Source: an optimization exercise on an open RTL-to-GDS flow (aim: small area and a short achievable clock period). Production flows keep margins and buffers that such runs may drop.
The RTL was checked by simulation tests, not by an equivalence proof against the original design.

==> job 1386: inputs <==
==> flow/design.v <==
module bv_cp0 (
    input  wire        clk,
    input  wire        rst,         
    input  wire        issue,       
    input  wire [5:0]  op,          
    input  wire [23:0] ga,          
    input  wire [23:0] gb,          
    input  wire [23:0] gd,          
    output reg         r1_valid,    
    output reg  [23:0] r1_data,
    output reg         r1_ill,      
    output reg         r4_valid,    
    output reg  [23:0] r4_data
);
    function [3:0] code_bits(input [2:0] c);
        case (c)
            3'd1: code_bits = 4'd1;
            3'd2: code_bits = 4'd2;
            3'd3: code_bits = 4'd4;
            3'd4: code_bits = 4'd6;
            3'd5: code_bits = 4'd8;
            default: code_bits = 4'd0;
        endcase
    endfunction
    function [2:0] code_at(input [23:0] w, input [2:0] p);
        code_at = w[21 - 3*p +: 3];
    endfunction
    function ge8(input [7:0] a, input [7:0] b);
        integer j;
        reg g;
        begin
            g = 1'b1;
            for (j = 0; j < 8; j = j + 1)
                g = (a[j] & ~b[j]) | ((a[j] | ~b[j]) & g);
            ge8 = g;
        end
    endfunction
    reg [23:0] snr [0:7];
    reg [23:0] thr [0:3];
    reg [23:0] tab [0:2];
    reg        res_rate;
    reg        res_none;
    reg [9:0]  res_d;
    reg [4:0]  res_fc;
    reg [4:0]  code_cnt;            
    reg [7:0]  lim_s   [0:9];       
    reg        lim_sv  [0:9];       
    reg [7:0]  cpend;               
    reg [2:0]  cptr;                
    reg        shv;                 
    reg [2:0]  shi;                 
    reg [23:0] shadow;
    reg [71:0] cbuf0, cbuf1;        
    reg [7:0]  cacc0, cacc1;        
    reg        eval_pend;
    reg [9:0]  eval_d;
    wire busy = (code_cnt != 5'd0);
    wire [23:0] res_word = {busy, res_rate, res_none, res_d, 6'd0, res_fc};
    wire go       = issue & ~rst;
    wire legal    = (op <= 6'h25);
    wire is_wr    = go && (op[5:4] == 2'b00);
    wire is_rd    = (op[5:4] == 2'b01);
    wire is_code  = go && (op == 6'h20);
    wire is_eval  = go && (op == 6'h21);
    wire is_nsym  = go && (op == 6'h25);
    wire r1_op    = is_rd || op == 6'h22 || op == 6'h23 || op == 6'h24;
    wire [7:0] thr_oct [0:11];
    genvar gi;
    generate
        for (gi = 0; gi < 4; gi = gi + 1) begin : g_thr
            assign thr_oct[3*gi]     = thr[gi][23:16];
            assign thr_oct[3*gi + 1] = thr[gi][15:8];
            assign thr_oct[3*gi + 2] = thr[gi][7:0];
        end
    endgenerate
    wire [8:0] extra = {1'b0, thr_oct[10]} + (res_fc[4] ? 9'd0 : {1'b0, thr_oct[11]});
    reg  [7:0] lim   [0:9];
    reg        lim_v [0:9];
    reg  [9:0] lim_t;
    integer r, k, c;
    always @* begin
        for (k = 0; k < 10; k = k + 1) begin
            lim_t    = {2'b00, thr_oct[k]} + {1'b0, extra};
            lim[k]   = lim_t[7:0];
            lim_v[k] = (lim_t[9:8] == 2'b00);
        end
    end
    wire        cact  = shv | cpend[cptr];
    wire [2:0]  cidx  = shv ? shi : cptr;
    wire [23:0] cword = shv ? shadow : snr[cptr];
    reg [8:0]  pc0, pc1;            
    reg [4:0]  ps0, ps1;            
    reg [7:0]  snr_k;
    reg [2:0]  code_k;
    always @* begin
        ps0 = 5'd0;
        ps1 = 5'd0;
        for (k = 0; k < 3; k = k + 1) begin
            snr_k = cword[23 - 8*k -: 8];
            for (r = 0; r < 2; r = r + 1) begin
                code_k = 3'd0;
                for (c = 1; c <= 5; c = c + 1)
                    if (lim_sv[5*r + c - 1] && ge8(snr_k, lim_s[5*r + c - 1]))
                        code_k = c[2:0];
                if (r == 0) begin
                    pc0[8 - 3*k -: 3] = code_k;
                    ps0 = ps0 + {1'b0, code_bits(code_k)};
                end else begin
                    pc1[8 - 3*k -: 3] = code_k;
                    ps1 = ps1 + {1'b0, code_bits(code_k)};
                end
            end
        end
    end
    wire sh_load = is_wr && !op[3] && cpend[op[2:0]] && !(!shv && cptr == op[2:0]);
    wire [9:0] d0 = {1'b0, cacc0, 1'b0};
    wire [9:0] d1 = {2'b00, cacc1} + {1'b0, cacc1, 1'b0};
    wire       crate = d1 > d0;
    wire [9:0] cd    = crate ? d1 : d0;
    reg [7:0] esum;
    reg       eres;
    reg [9:0] ed;
    always @* begin
        esum = 8'd0;
        eres = 1'b0;
        for (k = 0; k < 24; k = k + 1) begin
            esum = esum
                + {7'd0, code_at(tab[k / 8], k % 8) == 3'd1}
                + {6'd0, code_at(tab[k / 8], k % 8) == 3'd2 || code_at(tab[k / 8], k % 8) == 3'd4, 1'b0}
                + {5'd0, code_at(tab[k / 8], k % 8) == 3'd3 || code_at(tab[k / 8], k % 8) == 3'd4, 2'b0}
                + {4'd0, code_at(tab[k / 8], k % 8) == 3'd5, 3'b0};
            if (code_at(tab[k / 8], k % 8) > 3'd5)
                eres = 1'b1;
        end
        if (eres)
            ed = 10'd0;
        else if (res_rate)
            ed = {2'b00, esum} + {1'b0, esum, 1'b0};
        else
            ed = {1'b0, esum, 1'b0};
    end
    reg [6:0]  cnt_sum;
    reg [23:0] dep_val;
    reg [2:0]  ext_val;
    always @* begin
        cnt_sum = 7'd0;
        for (k = 0; k < 8; k = k + 1)
            cnt_sum = cnt_sum
                + {6'd0, code_at(ga, k) == 3'd1}
                + {5'd0, code_at(ga, k) == 3'd2 || code_at(ga, k) == 3'd4, 1'b0}
                + {4'd0, code_at(ga, k) == 3'd3 || code_at(ga, k) == 3'd4, 2'b0}
                + {3'd0, code_at(ga, k) == 3'd5, 3'b0};
        for (k = 0; k < 8; k = k + 1)
            dep_val[21 - 3*k +: 3] = (gb[2:0] == k) ? ga[2:0] : gd[21 - 3*k +: 3];
        case (gb[2:0])
            3'd0: ext_val = ga[23:21];
            3'd1: ext_val = ga[20:18];
            3'd2: ext_val = ga[17:15];
            3'd3: ext_val = ga[14:12];
            3'd4: ext_val = ga[11:9];
            3'd5: ext_val = ga[8:6];
            3'd6: ext_val = ga[5:3];
            default: ext_val = ga[2:0];
        endcase
    end
    reg [23:0] rd_val;
    always @* begin
        case (op[3:0])
            4'd0, 4'd1, 4'd2, 4'd3, 4'd4, 4'd5, 4'd6, 4'd7:
                rd_val = snr[op[2:0]];
            4'd8, 4'd9, 4'd10, 4'd11:
                rd_val = thr[op[1:0]];
            4'd12: rd_val = tab[0];
            4'd13: rd_val = tab[1];
            4'd14: rd_val = tab[2];
            default: rd_val = res_word;
        endcase
    end
    reg [23:0] r1_next;
    always @* begin
        if (!op[5])
            r1_next = rd_val;
        else if (op[2])
            r1_next = dep_val;
        else if (op[0])
            r1_next = {21'd0, ext_val};
        else
            r1_next = {17'd0, cnt_sum};
    end
    localparam S0 = 3, S1 = 8, S2 = 8, S3 = 8;
    localparam E0 = 27 - S0, E1 = E0 - S1, E2 = E1 - S2;    
    wire [26:0] ns_x0 = {ga, 3'b101};
    reg        ns_v1, ns_v2, ns_v3;
    reg [9:0]  ns_r1, ns_r2, ns_r3;
    reg [9:0]  ns_d1, ns_d2, ns_d3;
    reg [26:0] ns_x1, ns_x2, ns_x3;
    wire [9:0]  ns_rem [0:26];      
    wire [26:0] ns_qb;              
    genvar si;
    generate
        for (si = 26; si >= 0; si = si - 1) begin : g_div
            localparam ST = (si >= E0) ? 0 : (si >= E1) ? 1 : (si >= E2) ? 2 : 3;
            wire [26:0] xw = (ST == 0) ? ns_x0 : (ST == 1) ? ns_x1 : (ST == 2) ? ns_x2 : ns_x3;
            wire [9:0]  dv = (ST == 0) ? res_d : (ST == 1) ? ns_d1 : (ST == 2) ? ns_d2 : ns_d3;
            wire [9:0]  ri;
            if (si == 26)
                assign ri = 10'd0;
            else if (si == E0 - 1)
                assign ri = ns_r1;
            else if (si == E1 - 1)
                assign ri = ns_r2;
            else if (si == E2 - 1)
                assign ri = ns_r3;
            else
                assign ri = ns_rem[si + 1];
            wire [10:0] t  = {ri, xw[si]};
            wire [11:0] df = {1'b0, t} - {2'b00, dv};
            assign ns_qb[si] = ~df[11];
            wire [9:0] rf = ns_qb[si] ? df[9:0] : t[9:0];
            if (27 - si < 10)
                assign ns_rem[si] = rf & ((10'd1 << (27 - si)) - 10'd1);
            else
                assign ns_rem[si] = rf;
        end
    endgenerate
    wire [26:0] ns_w1 = {ns_qb[26:E0], ns_x0[E0-1:0]};
    wire [26:0] ns_w2 = {ns_x1[26:E0], ns_qb[E0-1:E1], ns_x1[E1-1:0]};
    wire [26:0] ns_w3 = {ns_x2[26:E1], ns_qb[E1-1:E2], ns_x2[E2-1:0]};
    wire [23:0] ns_q  = {ns_x3[23:E2], ns_qb[E2-1:0]};
    wire [23:0] ns_val = (ns_d3 == 10'd0) ? 24'd0 : ns_q + 24'd1;
    always @(posedge clk) begin
        r1_data <= r1_next;
        shadow  <= rd_val;
        eval_d  <= ed;
        ns_r1 <= ns_rem[E0]; ns_x1 <= ns_w1; ns_d1 <= res_d;
        ns_r2 <= ns_rem[E1]; ns_x2 <= ns_w2; ns_d2 <= ns_d1;
        ns_r3 <= ns_rem[E2]; ns_x3 <= ns_w3; ns_d3 <= ns_d2;
        r4_data <= ns_val;
        if (rst) begin
            for (k = 0; k < 8; k = k + 1) snr[k] <= 24'd0;
            for (k = 0; k < 4; k = k + 1) thr[k] <= 24'd0;
            for (k = 0; k < 3; k = k + 1) tab[k] <= 24'd0;
            res_rate  <= 1'b0;
            res_none  <= 1'b0;
            res_d     <= 10'd0;
            res_fc    <= 5'd0;
            code_cnt  <= 5'd0;
            cpend     <= 8'd0;
            shv       <= 1'b0;
            eval_pend <= 1'b0;
            r1_valid  <= 1'b0;
            r1_ill    <= 1'b0;
            ns_v1 <= 1'b0; ns_v2 <= 1'b0; ns_v3 <= 1'b0; r4_valid <= 1'b0;
        end else begin
            if (code_cnt == 5'd1 && !is_code) begin
                tab[0] <= crate ? cbuf1[71:48] : cbuf0[71:48];
                tab[1] <= crate ? cbuf1[47:24] : cbuf0[47:24];
                tab[2] <= crate ? cbuf1[23:0]  : cbuf0[23:0];
                res_rate <= crate;
                res_none <= (cd == 10'd0);
                res_d    <= cd;
            end
            if (eval_pend) begin
                res_none <= (eval_d == 10'd0);
                res_d    <= eval_d;
            end
            if (is_wr) begin
                case (op[3:0])
                    4'd0, 4'd1, 4'd2, 4'd3, 4'd4, 4'd5, 4'd6, 4'd7:
                        snr[op[2:0]] <= ga;
                    4'd8, 4'd9, 4'd10, 4'd11:
                        thr[op[1:0]] <= ga;
                    4'd12: tab[0] <= ga;
                    4'd13: tab[1] <= ga;
                    4'd14: tab[2] <= ga;
                    default: begin
                        res_rate <= ga[22];
                        res_none <= ga[21];
                        res_d    <= ga[20:11];
                        res_fc   <= ga[4:0];
                    end
                endcase
            end
            if (code_cnt != 5'd0)
                code_cnt <= code_cnt - 5'd1;
            for (k = 0; k < 8; k = k + 1)
                if (cact && cidx == k) begin
                    cbuf0[71 - 9*k -: 9] <= pc0;
                    cbuf1[71 - 9*k -: 9] <= pc1;
                end
            if (!shv)
                cptr <= cptr + 3'd1;
            shv <= sh_load;
            shi <= op[2:0];
            if (is_code) begin
                code_cnt <= 5'd27;
                cpend    <= 8'hFF;
                cacc0    <= 8'd0;
                cacc1    <= 8'd0;
                for (k = 0; k < 10; k = k + 1) begin
                    lim_s[k]  <= lim[k];
                    lim_sv[k] <= lim_v[k];
                end
            end else begin
                if (cact) begin
                    cacc0 <= cacc0 + {3'd0, ps0};
                    cacc1 <= cacc1 + {3'd0, ps1};
                end
                if (!shv)
                    cpend[cptr] <= 1'b0;
                if (sh_load)
                    cpend[op[2:0]] <= 1'b0;
            end
            eval_pend <= is_eval;
            r1_valid <= go & r1_op;
            r1_ill   <= go & ~legal;
            ns_v1 <= is_nsym;
            ns_v2 <= ns_v1;
            ns_v3 <= ns_v2;
            r4_valid <= ns_v3;
        end
    end
endmodule
==> flow/run.sh <==
#!/bin/bash
# synth_recipe.tcl (not shown) runs the flow's synth.tcl, then flattens the netlist and writes it again
# the make line also repeats each setting of config.mk as NAME=value (left out here)
make -C /OpenROAD-flow-scripts/flow DESIGN_CONFIG=/design/flow/config.mk WORK_HOME=/design/flow/orfs CLKGATE_MAP_FILE= SYNTH_SCRIPT=/design/flow/synth_recipe.tcl finish
==> flow/config.mk <==
export PLATFORM = sky130hd
export DESIGN_NAME = bv_cp0
export DESIGN_NICKNAME = bv_cp0
export VERILOG_FILES = /design/flow/design.v
export SDC_FILE = /design/flow/constraint.sdc
export NUM_CORES = 4
export LEC_CHECK = 0
export CAP_MARGIN = 20
export CORE_MARGIN = 2
export CORE_UTILIZATION = 65
export PLACE_DENSITY = 0.75
export SLEW_MARGIN = 20
==> flow/constraint.sdc <==
create_clock -name core_clock -period 90.0 [get_ports {clk}]
set_input_delay 18.0000 -clock core_clock [delete_from_list [all_inputs] [get_ports {clk}]]
set_output_delay 18.0000 -clock core_clock [all_outputs]
set_load 0.01 [all_outputs]
==> job 7547 (differences from job 1386) <==
--- a/flow/config.mk
+++ b/flow/config.mk
@@ -8,5 +8,4 @@
 export CAP_MARGIN = 20
 export CORE_MARGIN = 2
-export CORE_UTILIZATION = 65
-export PLACE_DENSITY = 0.75
+export CORE_UTILIZATION = 40
 export SLEW_MARGIN = 20
==> job 5762 (differences from job 1386) <==
--- a/flow/design.v
+++ b/flow/design.v
@@ -23,4 +23,73 @@
         endcase
     endfunction
+    function [4:0] pair_bits(input [5:0] cc);
+        case (cc)
+            6'd0: pair_bits = 5'd0;
+            6'd1: pair_bits = 5'd1;
+            6'd2: pair_bits = 5'd2;
+            6'd3: pair_bits = 5'd4;
+            6'd4: pair_bits = 5'd6;
+            6'd5: pair_bits = 5'd8;
+            6'd6: pair_bits = 5'd0;
+            6'd7: pair_bits = 5'd0;
+            6'd8: pair_bits = 5'd1;
+            6'd9: pair_bits = 5'd2;
+            6'd10: pair_bits = 5'd3;
+            6'd11: pair_bits = 5'd5;
+            6'd12: pair_bits = 5'd7;
+            6'd13: pair_bits = 5'd9;
+            6'd14: pair_bits = 5'd1;
+            6'd15: pair_bits = 5'd1;
+            6'd16: pair_bits = 5'd2;
+            6'd17: pair_bits = 5'd3;
+            6'd18: pair_bits = 5'd4;
+            6'd19: pair_bits = 5'd6;
+            6'd20: pair_bits = 5'd8;
+            6'd21: pair_bits = 5'd10;
+            6'd22: pair_bits = 5'd2;
+            6'd23: pair_bits = 5'd2;
+            6'd24: pair_bits = 5'd4;
+            6'd25: pair_bits = 5'd5;
+            6'd26: pair_bits = 5'd6;
+            6'd27: pair_bits = 5'd8;
+            6'd28: pair_bits = 5'd10;
+            6'd29: pair_bits = 5'd12;
+            6'd30: pair_bits = 5'd4;
+            6'd31: pair_bits = 5'd4;
+            6'd32: pair_bits = 5'd6;
+            6'd33: pair_bits = 5'd7;
+            6'd34: pair_bits = 5'd8;
+            6'd35: pair_bits = 5'd10;
+            6'd36: pair_bits = 5'd12;
+            6'd37: pair_bits = 5'd14;
+            6'd38: pair_bits = 5'd6;
+            6'd39: pair_bits = 5'd6;
+            6'd40: pair_bits = 5'd8;
+            6'd41: pair_bits = 5'd9;
+            6'd42: pair_bits = 5'd10;
+            6'd43: pair_bits = 5'd12;
+            6'd44: pair_bits = 5'd14;
+            6'd45: pair_bits = 5'd16;
+            6'd46: pair_bits = 5'd8;
+            6'd47: pair_bits = 5'd8;
+            6'd48: pair_bits = 5'd0;
+            6'd49: pair_bits = 5'd1;
+            6'd50: pair_bits = 5'd2;
+            6'd51: pair_bits = 5'd4;
+            6'd52: pair_bits = 5'd6;
+            6'd53: pair_bits = 5'd8;
+            6'd54: pair_bits = 5'd0;
+            6'd55: pair_bits = 5'd0;
+            6'd56: pair_bits = 5'd0;
+            6'd57: pair_bits = 5'd1;
+            6'd58: pair_bits = 5'd2;
+            6'd59: pair_bits = 5'd4;
+            6'd60: pair_bits = 5'd6;
+            6'd61: pair_bits = 5'd8;
+            6'd62: pair_bits = 5'd0;
+            6'd63: pair_bits = 5'd0;
+            default: pair_bits = 5'd0;
+        endcase
+    endfunction
     function [2:0] code_at(input [23:0] w, input [2:0] p);
         code_at = w[21 - 3*p +: 3];
@@ -144,11 +213,6 @@
     reg [2:0]  ext_val;
     always @* begin
-        cnt_sum = 7'd0;
-        for (k = 0; k < 8; k = k + 1)
-            cnt_sum = cnt_sum
-                + {6'd0, code_at(ga, k) == 3'd1}
-                + {5'd0, code_at(ga, k) == 3'd2 || code_at(ga, k) == 3'd4, 1'b0}
-                + {4'd0, code_at(ga, k) == 3'd3 || code_at(ga, k) == 3'd4, 2'b0}
-                + {3'd0, code_at(ga, k) == 3'd5, 3'b0};
+        cnt_sum = ({2'd0, pair_bits(ga[23:18])} + {2'd0, pair_bits(ga[17:12])})
+                + ({2'd0, pair_bits(ga[11:6])}  + {2'd0, pair_bits(ga[5:0])});
         for (k = 0; k < 8; k = k + 1)
             dep_val[21 - 3*k +: 3] = (gb[2:0] == k) ? ga[2:0] : gd[21 - 3*k +: 3];
--- a/flow/config.mk
+++ b/flow/config.mk
@@ -8,5 +8,5 @@
 export CAP_MARGIN = 20
 export CORE_MARGIN = 2
-export CORE_UTILIZATION = 65
-export PLACE_DENSITY = 0.75
+export CORE_UTILIZATION = 70
+export PLACE_DENSITY = 0.8
 export SLEW_MARGIN = 20
==> flow_summary.yaml <==
run_status:
  status: "complete, no violations"
layout:
  final_cells: 7042
  num-nonclk-inverters: 347
global_routing:
  use_met2_pct: 61.8
  track_usage_pct: 39.8
route:
  drt-total-wl_mm: 183
critical_path:
  rrSetupSlack_ns: 67.75
  cp.arrival_ns: 23.02
yosys:
  synth_top_area_share_pct: 28.1
  synth.area.mux_share_pct: 8.97
  synth_common_cells: "nor2_1 (547), edfxtp_1 (544), a21oi_1 (434)"
timing:
  relSlewSlack_pct: 9.62
floorplan:
  fp-row-count: 109
  tap_cells: 1165
worst_hold_path:
  min_to: "g_div[0].xw[17]"
Source of the figures above: job 1386

==> flow_summary.yaml <==
run_status:
  status: "complete, no violations"
yosys:
  synth_top_area_share_pct: 27.8
  synth.area.mux_share_pct: 8.41
  syn-num-nets: 6590
  synth_common_cells: "nor2_1 (583), edfxtp_1 (544), a21oi_1 (499)"
worst_hold_path:
  min_to: "g_div[10].xw[13]"
global_routing:
  use_met2_pct: 64.1
critical_path:
  cp.arrival_ns: 23.51
  rrSetupSlack_ns: 68.28
floorplan:
  fp-row-count: 106
layout:
  largest_reg_flops: 192
  num-nonclk-inverters: 343
route:
  drt-total-wl_mm: 183
timing:
  relSlewSlack_pct: 5.10
Source of the figures above: job 5762

==> flow_summary.yaml <==
layout:
  num-nonclk-inverters: 347
  final_cells: 7805
critical_path:
  cp.arrival_ns: 23.69
  rrSetupSlack_ns: 68.01
route:
  drt-total-wl_mm: 200
floorplan:
  tap_cells: 1903
yosys:
  synth_top_area_share_pct: 28.1
  synth_common_cells: "nor2_1 (547), edfxtp_1 (544), a21oi_1 (434)"
global_routing:
  use_met2_pct: 39.5
run_status:
  status: "complete, no violations"
Source of the figures above: job 7547

## port drivers added, routing unchanged
The flow's constraints put no driver on any port. The routed layouts listed below were extracted and timed again, unchanged, in two steps. Step 1 (the two cells are an assumption about what drives the block):
set clk [get_ports {clk}]
set_driving_cell -lib_cell sky130_fd_sc_hd__clkbuf_16 $clk
set_driving_cell -lib_cell sky130_fd_sc_hd__buf_2 [delete_from_list [all_inputs] $clk]
Step 2 also shifts input and output timing later by t, the mid clock arrival at the registers, as if the neighbouring blocks saw the same clock. Three values: no drivers, after step 1, after step 2; two values: the first two.
run	t, ns	setup WS [ns]	hold slack, ns	slew at the worst register clock pin (ns)	worst data-port slew with drivers (ns)
job 1386	0.761	67.565 / 67.610 / 66.849	0.325 / 0.325 / 0.325	0.07 / 0.07	0.04
job 7547	0.788	66.828 / 66.888 / 66.100	0.323 / 0.323 / 0.323	0.06 / 0.06	0.17
job 5762	0.755	67.023 / 67.070 / 66.315	0.313 / 0.313 / 0.313	0.07 / 0.07	0.14
After both steps every run listed still meets setup and hold. The setup slack of job 7547, which loses most, moves by +0.060 ns with the drivers and by -0.728 ns with both steps.
